Background: an optimization exercise with open tools, aiming at small area and a short achievable clock period. Do not read the settings as production practice. Only simulation tests tie the RTL to the original design; equivalence was not proved.

==> flow/design.v, too long to show whole: its modules and the start of the top module <==
// module nr_temporal: 6919 lines
module nr_temporal (
    input  wire        clk,
    input  wire        rst,
    input  wire        cfg_we,
    input  wire [5:0]  cfg_addr,
    input  wire [31:0] cfg_wdata,
    input  wire        in_valid,
    input  wire [15:0] in_cur,      
    input  wire [15:0] in_ref,      
    input  wire        in_ref_ok,   
    input  wire [1:0]  in_x,        
    input  wire [1:0]  in_y,        
    output reg         out_valid,
    output reg  [15:0] out_pix
);
  // ...
==> flow/run.sh <==
#!/bin/bash
# synth_recipe.tcl (not shown) runs the flow's synth.tcl, then flattens the netlist and writes it again
# the make line also repeats each setting of config.mk as NAME=value (left out here)
make -C /OpenROAD-flow-scripts/flow DESIGN_CONFIG=/design/flow/config.mk WORK_HOME=/design/flow/orfs CLKGATE_MAP_FILE= SYNTH_SCRIPT=/design/flow/synth_recipe.tcl finish
==> flow/config.mk <==
export PLATFORM = sky130hd
export DESIGN_NAME = nr_temporal
export DESIGN_NICKNAME = nr_temporal
export VERILOG_FILES = /design/flow/design.v
export SDC_FILE = /design/flow/constraint.sdc
export NUM_CORES = 4
export LEC_CHECK = 0
export CAP_MARGIN = 20
export CORE_MARGIN = 2
export CORE_UTILIZATION = 55
export CTS_BUF_LIST = sky130_fd_sc_hd__clkbuf_4 sky130_fd_sc_hd__clkbuf_8
export SLEW_MARGIN = 20
==> flow/constraint.sdc <==
create_clock -name core_clock -period 80.0 [get_ports {clk}]
set_input_delay 16.0000 -clock core_clock [delete_from_list [all_inputs] [get_ports {clk}]]
set_output_delay 16.0000 -clock core_clock [all_outputs]
set_load 0.01 [all_outputs]
==> results.json, run 1 <==
{
  "required_ns": 80.77,
  "cp_common_cell": "buf_4",
  "synth_nets": 7631,
  "holdPathEnd": "p3_c[5]",
  "synth_edf_count": 0,
  "crit_path_start": "rst",
  "synth_fa_ha_area_share_pct": 27.42,
  "taps": 1391,
  "largest_reg_flops": 272,
  "yosysMostFrequentCell": "nand2_1",
  "root_buffer": "clkbuf_8",
  "wl_met3_um": 13320,
  "synthTopCellsByArea": "dfxtp_1 28%, fa_1 20%, nand2_1 9.9%",
  "finalCritPeriodShare_pct": 22.21,
  "drtPass1Iterations": 5,
  "area_growth_pct": 8.804,
  "reg.largest.list": "nz_e: 272 flops, nz_o: 256 flops, p2_num: 25 flops",
  "cts-buffers-inserted": 143,
  "clock_latency_ns": 0.86,
  "rr_startpoint": "p2_den[1]",
  "final_cell_mix": "1535 x nand2_1, 808 x dfxtp_1, 634 x a21oi_1",
  "grt_busiest_layer": "met2",
  "top_layer_used": "met5",
  "htree_levels": 4,
  "met1_usage_pct": 45.35,
  "status": "complete, no violations",
  "synthMuxAreaShare_pct": 5.546,
  "area_dominant_class": "multi-input gates"
}
==> inputs of run 2 (changes only) <==
--- a/flow/config.mk
+++ b/flow/config.mk
@@ -7,6 +7,5 @@
 export LEC_CHECK = 0
 export CAP_MARGIN = 20
 export CORE_MARGIN = 2
-export CORE_UTILIZATION = 55
-export CTS_BUF_LIST = sky130_fd_sc_hd__clkbuf_4 sky130_fd_sc_hd__clkbuf_8
+export CORE_UTILIZATION = 40
 export SLEW_MARGIN = 20
==> results.json, run 2 <==
{
  "ys_ff_latch": 822,
  "post-cts-setup-buffers": 0,
  "crit_arrival_ns": 19.43,
  "wirelength_um": 159500,
  "syn_area_per_cell_um2": 8.777,
  "area_growth_pct": 9.559,
  "numClockSinks": 822,
  "io_pins": 96,
  "cp_max_fo": 124,
  "skew_ns": 0.08739,
  "drc": 0,
  "grt_overflow": 0,
  "whs_ns": 0.3202,
  "die_x_um": 385.3,
  "setup_slack_ns": 61.06,
  "rrSetupSlack_ns": 63.95,
  "synthTopCellsByArea": "dfxtp_1 28%, fa_1 20%, nand2_1 9.9%",
  "largest_reg_flops": 272,
  "grt_use_met3_pct": 2.437,
  "cts_resized": 0,
  "wl_per_cell_um": 18.81,
  "synth_common_cells": "1535 x nand2_1, 822 x dfxtp_1, 634 x a21oi_1",
  "grt_pass1_vias": 45210,
  "ys.flop_type": "dfxtp_1",
  "finalCritPeriodShare_pct": 23.68,
  "grt_max_degree": 129,
  "met1_usage_pct": 29.06,
  "drive_above_1_share_pct": 6.236,
  "dp_hpwl_um": 113800,
  "synth_edf_count": 0,
  "maxSlewHeadroom_pct": 26.42,
  "final_cell_mix": "1535 x nand2_1, 807 x dfxtp_1, 634 x a21oi_1",
  "finalCriticalPeriod_ns": 18.94,
  "synth_nets": 7631,
  "cap_violations": 0,
  "postRouteAntennaNets": 0,
  "fin_tns_setup_ns": 0,
  "tritoncts": "yes",
  "yosysSeqAreaShare_pct": 28.30,
  "die_area_um2": 148500,
  "yosysMostFrequentCell": "nand2_1",
  "die_h_um": 385.3,
  "stdcell_area_um2": 63720,
  "hold_class": "flip-flop to flip-flop",
  "viasPerCell": 5.282,
  "worst-setup-path-type": "input port to flip-flop",
  "root_buffer": "clkbuf_16",
  "max-clock-path-buffers": 3,
  "status": "complete, no violations",
  "reg2reg_depth": 61,
  "rsz0062_at_grt": "false",
  "tightest_slew_ns": 1.096,
  "gp_congestion": 0.8788,
  "setup_viol": 0,
  "initial_core_util_pct": 40.39,
  "nets": 7509,
  "gr-usage-all-layers_pct": 21.56,
  "io_buffer_count": 87,
  "clk_pin_slew_ns": 0.06,
  "place_ws_ns": 60.47,
  "largest_register": "nz_e",
  "layout_commonest_cell": "nand2_1",
  "core_area_um2": 144000,
  "hold_viol_final": 0,
  "grt_pass1_wl_um": 253700,
  "slew_viol_final": 0,
  "yosysUniqueCellTypes": 84,
  "num_vias": 44790,
  "htree_levels": 3,
  "gr-usage-met2_pct": 36.29,
  "reg.largest.list": "nz_e: 272 flops, nz_o: 256 flops, p2_num: 25 flops",
  "cts-buffers-inserted": 89,
  "ys_warn_count": 1,
  "syn_area_um2": 58160,
  "min_path_cells": 0,
  "drtIter0Drc": 3206,
  "required_ns": 80.49,
  "placed_cell_area_um2": 60620,
  "yosysTopAreaCell": "dfxtp_1",
  "drtPass1Iterations": 5,
  "grt_busiest_layer": "met2",
  "final_util_pct": 44.25,
  "synth_cells": 6626,
  "max_freq_mhz": 52.80,
  "clock_latency_ns": 0.74,
  "antenna_found_initial": 2,
  "synthArstFlopShare_pct": 0,
  "crit_path_start_kind": "input port",
  "synthDominantCellAreaShare_pct": 28.30,
  "postCtsHoldBufs": 0,
  "placementRows": 139,
  "endpoint_kind": "flip-flop"
}
## run 2: cell counts after synthesis
No cell type changed its count.
## run 2: logic make-up (layout without fill, tap and decap cells)
kind of cell	count (synthesis)	count (layout)	synth area share (%)
compound gates	1086	1086	11.21
xor+xnor	162	162	2.485
fa+ha+maj	926	926	27.42
buf+inv	963	912	6.263
flops	822	822	28.30
mux	211	211	5.546
other cells	0	2	0
simple gates	2456	2456	18.78
## run 2: worst paths after layout
path | endpoint | startpoint
setup / recovery | nz_o[136] | rst
hold / removal | p3_c[11] | p2_c[11]
setup reg to reg | p3_j[5] | p2_den[2]
hold reg to reg | p3_c[11] | p2_c[11]
## run 2: critical path, cell delays in order
cell and delay [ns]:
buf_8 0.52, buf_4 0.83, buf_4 0.90, buf_4 0.93, a21oi_1 0.09
## run 2: cell type report
type	count	area, µm²
Inverter	594	2231
Clock inverter	36	549.3
Fill cell	13980	80290
Antenna cell	2	5.005
Clock buffer	126	2536
Sequential cell	822	16470
Timing Repair Buffer	156	1406
Tap cell	1903	2381
Multi-Input combinational cell	4841	38130
## run 2: metal layers
metal,vias up,part of all wire (%)
li1,21270,-
met4,0,2.9
met2,1123,48
met1,22180,44
met3,224,5.3
met5,-,0
## run 2: stage by stage
step           std cells
3_5_place_dp        8316
4_1_cts             8478
6_report            8480
3_3_place_gp        8316
5_1_grt             8478
2_1_floorplan       6626

-- what the ideal ports hide --
How much do the figures lean on ideal ports? The routed layouts below were timed once more, with nothing changed but the port constraints.
Step 1 (the two cells are an assumption about what drives the block):
set clk [get_ports {clk}]
set_driving_cell -lib_cell sky130_fd_sc_hd__clkbuf_16 $clk
set_driving_cell -lib_cell sky130_fd_sc_hd__buf_2 [delete_from_list [all_inputs] $clk]
Step 2, shift: input delay + t, output delay - t, t = (earliest + latest rising clock arrival at the registers) / 2. This alone moves slack from input paths to output paths.
Slacks: ideal ports / drivers / drivers and shift; pairs: ideal ports / drivers.
run | shift t [ns] | slack for setup (ns) | hold slack, ns | clock arrival spread, ns | worst slew at a driven data input, ns
run 1 | 0.902 | 62.228 / 62.229 / 61.349 | 0.322 / 0.322 / 0.322 | 0.051 / 0.050 | 0.07
run 2 | 0.770 | 61.060 / 61.081 / 60.311 | 0.320 / 0.320 / 0.320 | 0.088 / 0.088 | 0.05
After both steps setup and hold are still met in every run listed. For run 1, which loses most, drivers alone change the setup slack by +0.001 ns; drivers and shift together by -0.879 ns.
